Source: an optimization exercise on an open RTL-to-GDS flow (aim: small area and a short achievable clock period). Production flows keep margins and buffers that such runs may drop.
The RTL was checked by simulation tests, not by an equivalence proof against the original design.

===== design/flow/design.v =====
module crc_rect_unit (
    input  wire        clk,
    input  wire        rst,
    input  wire        frame_start,
    input  wire        frame_sent,
    input  wire [1:0]  frame_bpc,
    input  wire [31:0] frame_id,
    input  wire        frame_abort,
    input  wire        pix_valid,
    input  wire [12:0] pix_x,
    input  wire [12:0] pix_y,
    input  wire [29:0] pix_data,
    input  wire        wr_en,
    input  wire [7:0]  wr_addr,
    input  wire [31:0] wr_data,
    input  wire        rd_en,
    input  wire [7:0]  rd_addr,
    output reg  [31:0] rd_data,
    output wire        forced_safe,
    output wire        err_irq,
    output wire        guarded
);
    localparam NR = 8;
    localparam [31:0] POLY = 32'h82F63B78;    
    function [31:0] crc32c_word(input [31:0] crc, input [31:0] data);
        integer i;
        reg [31:0] c;
        begin
            c = crc ^ data;
            for (i = 0; i < 32; i = i + 1)
                c = c[0] ? ((c >> 1) ^ POLY) : (c >> 1);
            crc32c_word = c;
        end
    endfunction
    function [9:0] reduce_comp(input [9:0] v, input [7:0] m);
        reg [19:0] num;
        begin
            num = 2 * v * m + 1023;
            reduce_comp = num / 2046;
        end
    endfunction
    reg [12:0] rx   [0:NR-1];
    reg [12:0] ry   [0:NR-1];
    reg [12:0] rw   [0:NR-1];
    reg [12:0] rh   [0:NR-1];
    reg        ren  [0:NR-1];
    reg        rpt  [0:NR-1];
    reg [1:0]  ract [0:NR-1];
    reg [3:0]  rthr [0:NR-1];
    reg [31:0] rexp [0:NR-1];
    reg [31:0] rlast[0:NR-1];
    reg        rmatch[0:NR-1];
    reg [3:0]  rrun [0:NR-1];
    reg [15:0] rmism[0:NR-1];
    reg        rfired[0:NR-1];
    reg        guard_q;
    reg        forced_q;
    reg        release_q;
    reg [NR-1:0] failmask_q;
    reg [15:0] compared_q;
    reg [15:0] skipped_q;
    reg [31:0] fframe_q;
    reg        err_mism_q;
    reg        err_forced_q;
    reg [1:0]  bpc_q;
    reg [31:0] frame_q;
    reg        cmp_seen_q;        
    reg [NR-1:0] pending_q;       
    reg [31:0] crc_q [0:NR-1];
    reg        v1_q;
    reg [12:0] x1_q, y1_q;
    reg [29:0] d1_q;
    reg        abort1_q;
    reg [NR-1:0] done2_q;
    assign forced_safe = forced_q;
    assign err_irq     = err_mism_q | err_forced_q;
    assign guarded     = guard_q;
    wire [31:0] word_raw = {2'b00, d1_q};
    reg  [7:0]  red_m;
    reg  [31:0] word_red;
    always @(*) begin
        case (bpc_q)
            2'd0:    red_m = 8'd63;
            2'd1:    red_m = 8'd255;
            default: red_m = 8'd0;
        endcase
        if (bpc_q == 2'd0 || bpc_q == 2'd1)
            word_red = {2'b00,
                        reduce_comp(d1_q[29:20], red_m),
                        reduce_comp(d1_q[19:10], red_m),
                        reduce_comp(d1_q[9:0],   red_m)};
        else
            word_red = word_raw;
    end
    reg [NR-1:0] in_rect;
    reg [NR-1:0] is_last;
    integer k;
    always @(*) begin
        for (k = 0; k < NR; k = k + 1) begin
            in_rect[k]  = (x1_q >= rx[k]) && ({1'b0, x1_q} < {1'b0, rx[k]} + {1'b0, rw[k]}) &&
                         (y1_q >= ry[k]) && ({1'b0, y1_q} < {1'b0, ry[k]} + {1'b0, rh[k]});
            is_last[k] = ({1'b0, x1_q} == {1'b0, rx[k]} + {1'b0, rw[k]} - 14'd1) &&
                         ({1'b0, y1_q} == {1'b0, ry[k]} + {1'b0, rh[k]} - 14'd1);
        end
    end
    reg [31:0] fin     [0:NR-1];
    reg        match   [0:NR-1];
    reg [3:0]  run_nx  [0:NR-1];
    reg [15:0] mism_nx [0:NR-1];
    reg        fire    [0:NR-1];
    reg [3:0]  thr_eff;
    reg        any_fire1, any_fire2;
    reg [NR-1:0] failmask_nx;
    always @(*) begin
        any_fire1 = 1'b0;
        any_fire2 = 1'b0;
        failmask_nx = cmp_seen_q ? failmask_q : {NR{1'b0}};
        for (k = 0; k < NR; k = k + 1) begin
            fin[k]   = ~crc_q[k];
            match[k] = (fin[k] == rexp[k]);
            if (match[k]) begin
                run_nx[k]  = 4'd0;
                mism_nx[k] = rmism[k];
            end else begin
                run_nx[k]  = (rrun[k] == 4'd15) ? 4'd15 : rrun[k] + 4'd1;
                mism_nx[k] = (rmism[k] == 16'hFFFF) ? 16'hFFFF : rmism[k] + 16'd1;
            end
            thr_eff = (rthr[k] == 4'd0) ? 4'd1 : rthr[k];
            fire[k] = done2_q[k] && !match[k] && (run_nx[k] >= thr_eff) && !rfired[k];
            if (fire[k] && ract[k] != 2'd0) any_fire1 = 1'b1;
            if (fire[k] && ract[k] == 2'd2) any_fire2 = 1'b1;
            if (done2_q[k]) failmask_nx[k] = !match[k];
        end
    end
    integer r;
    always @(posedge clk) begin
        if (rst) begin
            for (r = 0; r < NR; r = r + 1) begin
                rx[r]     <= 13'd0;
                ry[r]     <= 13'd0;
                rw[r]     <= 13'd0;
                rh[r]     <= 13'd0;
                ren[r]    <= 1'b0;
                rpt[r]    <= 1'b0;
                ract[r]   <= 2'd0;
                rthr[r]   <= 4'd1;
                rexp[r]   <= 32'd0;
                rlast[r]  <= 32'd0;
                rmatch[r] <= 1'b0;
                rrun[r]   <= 4'd0;
                rmism[r]  <= 16'd0;
                rfired[r] <= 1'b0;
                crc_q[r]  <= 32'hFFFFFFFF;
            end
            guard_q      <= 1'b0;
            forced_q     <= 1'b0;
            release_q    <= 1'b0;
            failmask_q   <= {NR{1'b0}};
            compared_q   <= 16'd0;
            skipped_q    <= 16'd0;
            fframe_q     <= 32'd0;
            err_mism_q   <= 1'b0;
            err_forced_q <= 1'b0;
            bpc_q        <= 2'd2;
            frame_q      <= 32'd0;
            cmp_seen_q   <= 1'b0;
            pending_q    <= {NR{1'b0}};
            v1_q         <= 1'b0;
            x1_q         <= 13'd0;
            y1_q         <= 13'd0;
            d1_q         <= 30'd0;
            abort1_q     <= 1'b0;
            done2_q      <= {NR{1'b0}};
        end else begin
            v1_q     <= pix_valid;
            x1_q     <= pix_x;
            y1_q     <= pix_y;
            d1_q     <= pix_data;
            abort1_q <= frame_abort;
            if (wr_en) begin
                if (wr_addr == 8'h00) begin
                    guard_q <= wr_data[0];
                    if (wr_data[2]) begin
                        release_q <= 1'b1;
                    end
                end
                if (wr_addr == 8'h04) begin
                    if (wr_data[10]) err_mism_q   <= 1'b0;
                    if (wr_data[11]) err_forced_q <= 1'b0;
                end
                for (r = 0; r < NR; r = r + 1) begin
                    if (wr_addr == 8'h20 + 8 * r) begin
                        rx[r] <= wr_data[12:0];
                        ry[r] <= wr_data[28:16];
                    end
                    if (wr_addr == 8'h21 + 8 * r) begin
                        rw[r] <= wr_data[12:0];
                        rh[r] <= wr_data[28:16];
                    end
                    if (wr_addr == 8'h22 + 8 * r) begin
                        ren[r]  <= wr_data[0];
                        rpt[r]  <= wr_data[1];
                        ract[r] <= wr_data[3:2];
                        rthr[r] <= wr_data[7:4];
                    end
                    if (wr_addr == 8'h23 + 8 * r)
                        rexp[r] <= wr_data;
                end
            end
            if (frame_start) begin
                bpc_q      <= frame_bpc;
                frame_q    <= frame_id;
                cmp_seen_q <= 1'b0;
                if (release_q) begin
                    release_q <= 1'b0;
                    forced_q  <= 1'b0;
                end
                for (r = 0; r < NR; r = r + 1) begin
                    pending_q[r] <= ren[r] && frame_sent;
                    crc_q[r]     <= 32'hFFFFFFFF;
                end
                if (!frame_sent) begin
                    for (r = 0; r < NR; r = r + 1)
                        if (ren[r]) skipped_q <= skipped_q + 16'd1;
                end
            end
            done2_q <= {NR{1'b0}};
            if (abort1_q) begin
                if (|pending_q) skipped_q <= skipped_q + 16'd1;
                pending_q <= {NR{1'b0}};
            end else if (v1_q) begin
                for (r = 0; r < NR; r = r + 1) begin
                    if (pending_q[r] && in_rect[r]) begin
                        crc_q[r] <= crc32c_word(crc_q[r], rpt[r] ? word_red : word_raw);
                        if (is_last[r]) begin
                            pending_q[r] <= 1'b0;
                            done2_q[r]   <= 1'b1;
                        end
                    end
                end
            end
            if (|done2_q) begin
                cmp_seen_q <= 1'b1;
                failmask_q <= failmask_nx;
                if (!cmp_seen_q) compared_q <= compared_q + 16'd1;
                for (r = 0; r < NR; r = r + 1) begin
                    if (done2_q[r]) begin
                        rlast[r]  <= fin[r];
                        rmatch[r] <= match[r];
                        rrun[r]   <= run_nx[r];
                        rmism[r]  <= mism_nx[r];
                        if (match[r]) rfired[r] <= 1'b0;
                        if (fire[r])  rfired[r] <= 1'b1;
                    end
                end
                if (any_fire1) begin
                    fframe_q   <= frame_q;
                    err_mism_q <= 1'b1;
                end
                if (any_fire2) begin
                    forced_q     <= 1'b1;
                    release_q    <= 1'b0;
                    err_forced_q <= 1'b1;
                end
            end
        end
    end
    reg [31:0] rd_mux;
    always @(*) begin
        rd_mux = 32'd0;
        case (rd_addr)
            8'h00: rd_mux = {31'd0, guard_q};
            8'h01: rd_mux = {{(16-NR){1'b0}}, failmask_q, 15'd0, forced_q};
            8'h02: rd_mux = {skipped_q, compared_q};
            8'h03: rd_mux = fframe_q;
            8'h04: rd_mux = {20'd0, err_forced_q, err_mism_q, 10'd0};
            default: ;
        endcase
        for (k = 0; k < NR; k = k + 1) begin
            if (rd_addr == 8'h20 + 8 * k) rd_mux = {3'd0, ry[k], 3'd0, rx[k]};
            if (rd_addr == 8'h21 + 8 * k) rd_mux = {3'd0, rh[k], 3'd0, rw[k]};
            if (rd_addr == 8'h22 + 8 * k) rd_mux = {24'd0, rthr[k], ract[k], rpt[k], ren[k]};
            if (rd_addr == 8'h23 + 8 * k) rd_mux = rexp[k];
            if (rd_addr == 8'h24 + 8 * k) rd_mux = rlast[k];
            if (rd_addr == 8'h25 + 8 * k) rd_mux = {rmism[k], 8'd0, rrun[k], 3'd0, rmatch[k]};
        end
    end
    always @(posedge clk) begin
        if (rst)
            rd_data <= 32'd0;
        else if (rd_en)
            rd_data <= rd_mux;
    end
endmodule

===== design/flow/run.sh =====
#!/bin/bash
# synth_recipe.tcl (not shown) runs the flow's synth.tcl, then flattens the netlist and writes it again
# the make line also repeats each setting of config.mk as NAME=value (left out here)
make -C /OpenROAD-flow-scripts/flow DESIGN_CONFIG=/design/flow/config.mk WORK_HOME=/design/flow/orfs CLKGATE_MAP_FILE= SYNTH_SCRIPT=/design/flow/synth_recipe.tcl finish

===== design/flow/config.mk =====
export PLATFORM = sky130hd
export DESIGN_NAME = crc_rect_unit
export DESIGN_NICKNAME = crc_rect_unit
export VERILOG_FILES = /design/flow/design.v
export SDC_FILE = /design/flow/constraint.sdc
export NUM_CORES = 8
export LEC_CHECK = 0
export CAP_MARGIN = 20
export CORE_MARGIN = 2
export CORE_UTILIZATION = 40
export SLEW_MARGIN = 20

===== design/flow/constraint.sdc =====
create_clock -name core_clock -period 20.0 [get_ports {clk}]
set_input_delay 4.0000 -clock core_clock [delete_from_list [all_inputs] [get_ports {clk}]]
set_output_delay 4.0000 -clock core_clock [all_outputs]
set_load 0.01 [all_outputs]

==> metrics.csv <==
metric,value,unit
row cnt,220,
unique cell type count in the Yosys netlist,136,
DR iter-0 viols,19700,
top cell type's share of synthesized area,0.227,
Worst R2R Start,bpc_q[1]$_SDFFE_PP1P_,
worst-path fanout max,28,
TritonCTS buffer count,196,
multiplexer share of the synthesized area,0.0190,
post-route cell area,0.159,mm²
area share of xor/xnor cells in the synthesized design,0.259,
grt ovf,0,
status,no timing/DRC/antenna violations,
IO Pins,181,
top_reg_cell synth,dfxtp_1,
Fin Clk Skew,0.156,ns
Synth Area in Simple Gates,0.177,
ranking of synthesized cells by area,"dfxtp_1, xnor2_1, ha_1",
f_max,52.2,MHz
largest net degree at the start of global routing,184,
hold depth,2,
final setup vio count,0,
"Data required, critical path",20.86,ns
Root Buffer,clkbuf_16,
cell accounting for the most synthesized area,dfxtp_1,
Avg Vias per Cell,5.99,
number of synthesized flops with an enable pin,0,
Die Ht,605,µm
largest family of logic cells by synthesized area,XOR/XNOR gates,
global-route usage over all layers,0.343,
syn avg cell area,8.09,µm²
fin util,0.443,
CTS max path bufs,4,
CTS Hold Bufs,0,
"most used cell, CP",inv_1,
crit path launch type,register,
final period utilization,0.957,
htree depth,4,
nets,18900,
vias,136000,
HPWL Detailed,495,mm
critical path endpoint,crc_q[4][9]$_SDFF_PP1_,
vias in the first global route,125000,
"Cell Area, Placed",0.152,mm²
number of fill cells in the layout,36200,
CTS Sinks,1642,
CTS tree,built,
CP max stage delay,0.72,ns
Slew HR,0.150,
CP arrival,20.01,ns
Initial DRT Pass Iterations,10,
"Net Count, Synth",19000,
Synthesis Warnings,21,
layout cells sized above 1,0.0706,
area added between synthesis and finish,10.2,%
DRC,0,
Final Max Tran Viols,0,
I/O Buffers,180,
TNS Setup,0,ns
area of the die,0.366,mm²
RR Endpoint,crc_q[4][9]$_SDFF_PP1_,
Final Hold Viols,0,
Routed wire per std cell,28.7,µm
"FFs w/ async S/R, synth",0,
#FFs+latches synth,1642,
hold_ws,0.458,ns
adder-cell area share of the yosys netlist,0.0926,
slowest stage cell on the critical path,a2111oi_0,
Initial Util,0.402,
final worst path period need,19.14,ns
Syn Inst Count,17900,
antenna violations before repair,42,
clk slew on worst S/H paths,0.06,ns
first-pass GRT wire length,921,mm
Worst Setup SP,bpc_q[1]$_SDFFE_PP1P_,
reg2reg setup slack,0.86,ns
post-synthesis sequential area ratio,0.227,
kind of critical path,register to register,
hold crit path type,register to register,
drt total wl,654,mm
pin slew with the least headroom to its limit,1.27,ns
Setup crit end kind,register,
Die X,605,µm
reg2reg path depth,56,
Post-DRT Antenna Nets,0,
max_cap viols,0,
total core area,0.359,mm²
Mapped Area,0.145,mm²
RePlAce Congestion,1.04,
Worst-Skew Late Latency,1.01,ns
post-synthesis compound-gate area fraction,0.182,
==> registers in the layout (all words and copies together), names as in the netlist, 32 cells and up <==
signal    count
crc_q       256
rexp        256
rlast       256
rmism       128
rh          104
rw          104
rx          104
ry          104
fframe_q     32
frame_q      32
rd_data      32
rrun         32
rthr         32
==> kinds of logic after synthesis <==
group                      after synthesis
xor gates and xnor gates              3762
and+or+nand+nor                       5526
DFF                                   1642
buffers and inverters                 1656
muxes                                  269
AOI/OAI and AO/OA                     4025
adders and majority gates              982
==> Yosys cell counts, types with 44 or more instances <==
cell      instances
ha_1            835
nor2b_1         254
clkbuf_1        779
nand4_1         261
nor2_1         1326
nand3_1         354
inv_1           749
a211oi_1        330
o21a_1           70
and2_1           91
nand2_1        2166
xnor3_1         209
mux2i_1         231
o31ai_1          51
a22oi_1         243
nor4_1          121
or3_1            75
o21bai_1        152
a221oi_1        102
a21o_1           99
nor3b_1          82
nor3_1          265
o211ai_1         80
dfxtp_1        1642
xnor2_1        2364
buf_2            47
xor2_1         1055
and3_1          114
nand2b_1        216
a222oi_1         76
buf_1            61
a21oi_1        1507
o21ai_0         572
a22o_1           44
a31oi_1         110
fa_1            146
xnor2_2          50
==> how the worst min path moves through the flow <==
stage                                 startpoint                     end  slack, ns
after floorplan           rfired[0]$_SDFFE_PP0P_  rfired[0]$_SDFFE_PP0P_       0.43
after global placement    rfired[2]$_SDFFE_PP0P_  rfired[2]$_SDFFE_PP0P_       0.44
after detailed placement  rfired[0]$_SDFFE_PP0P_  rfired[0]$_SDFFE_PP0P_       0.45
after CTS                 rfired[0]$_SDFFE_PP0P_  rfired[0]$_SDFFE_PP0P_       0.45
after global routing      rfired[0]$_SDFFE_PP0P_  rfired[0]$_SDFFE_PP0P_       0.47
final                     rfired[6]$_SDFFE_PP0P_  rfired[6]$_SDFFE_PP0P_       0.46
==> per-stage QoR <==
step | std cells | worst slack [ns]
floorplan | 17900 | 2.86
global placement | 22400 | 0.845
detailed placement | 22400 | 0.688
CTS | 22700 | 0.587
global route | 22700 | -0.0102
finish | 22700 | 0.858
==> timing repair <==
action                                  CTS  global route
gates resized for setup                   0            31
setup buffers                             0             7
hold endpoints to repair                  0             0
endpoints found under the setup margin    0           155
==> final cells by class <==
type,count,area (µm²),share of cell area
inverters,753,2830,0.0178
flip-flops and latches,1642,32900,0.207
multi-input cells,14600,106000,0.665
diodes,19,47.5,0.000298
clock inverters,74,866,0.00543
repair buffers,633,5160,0.0324
well taps,4773,5970,0.0375
clock buffers,282,5660,0.0355
==> layer usage <==
metal	vias to the layer above	track usage	share of wire
met5	-	0	0.00019
met4	22	0.209	0.072
met3	1440	0.0647	0.11
met2	7253	0.508	0.41
met1	65600	0.460	0.41
li1	61900	-	-
==> worst max-delay path: cells and delay by family, from the launching register on <==
| family | cells | cell delay [ns] |
|---|---|---|
| compound gates | 18 | 5.65 |
| simple gates | 15 | 5.64 |
| xor+xnor | 8 | 3.11 |
| fa+ha+maj | 6 | 2.77 |
| buf+inv | 7 | 1.05 |
| mux | 2 | 0.46 |
| flops | 1 | 0.34 |
==> placed cells by master (no fill, tap or decap), types with 53 or more instances in the layout <==
cell / count
xnor2_1: 2363
nand2_1: 2164
dfxtp_1: 1608
a21oi_1: 1498
nor2_1: 1261
xor2_1: 1054
ha_1: 835
inv_1: 749
o21ai_0: 568
buf_4: 456
nand3_1: 354
a211oi_1: 328
nand4_1: 261
nor3_1: 259
nor2b_1: 253
a22oi_1: 243
mux2i_1: 231
nand2b_1: 216
xnor3_1: 209
clkbuf_16: 197
o21bai_1: 151
clkdlybuf4s50_1: 151
fa_1: 146
nor4_1: 120
and3_1: 114
a31oi_1: 107
a221oi_1: 101
a21o_1: 99
and2_1: 91
nor3b_1: 81
o211ai_1: 80
a222oi_1: 76
or3_1: 74
o21a_1: 70
nor2_2: 53

## static timing again, ports no longer ideal
The flow's constraints put no driver on any port. The routed layout listed below was extracted and timed again, unchanged, in two steps. Step 1 (the two cells are an assumption about what drives the block):
set clk [get_ports {clk}]
set_driving_cell -lib_cell sky130_fd_sc_hd__clkbuf_16 $clk
set_driving_cell -lib_cell sky130_fd_sc_hd__buf_2 [delete_from_list [all_inputs] $clk]
Step 2 times the ports against the registers' clock, not the clock port: input delays grow and output delays shrink by t, the midpoint of the rising clock arrivals with the driver on. Slacks: ideal / step 1 / step 2; pairs: ideal / step 1.
t, ns: 1.055
setup slack, ns: 0.858 / 0.858 / 0.858
hold slack, ns: 0.458 / 0.458 / 0.458
worst setup path at the end: register to register
slew at the worst register clock pin (ns): 0.09 / 0.09
After both steps setup and hold are still met in this run. The setup slack of this run moves by 0.000 ns with the drivers and by 0.000 ns with both steps.
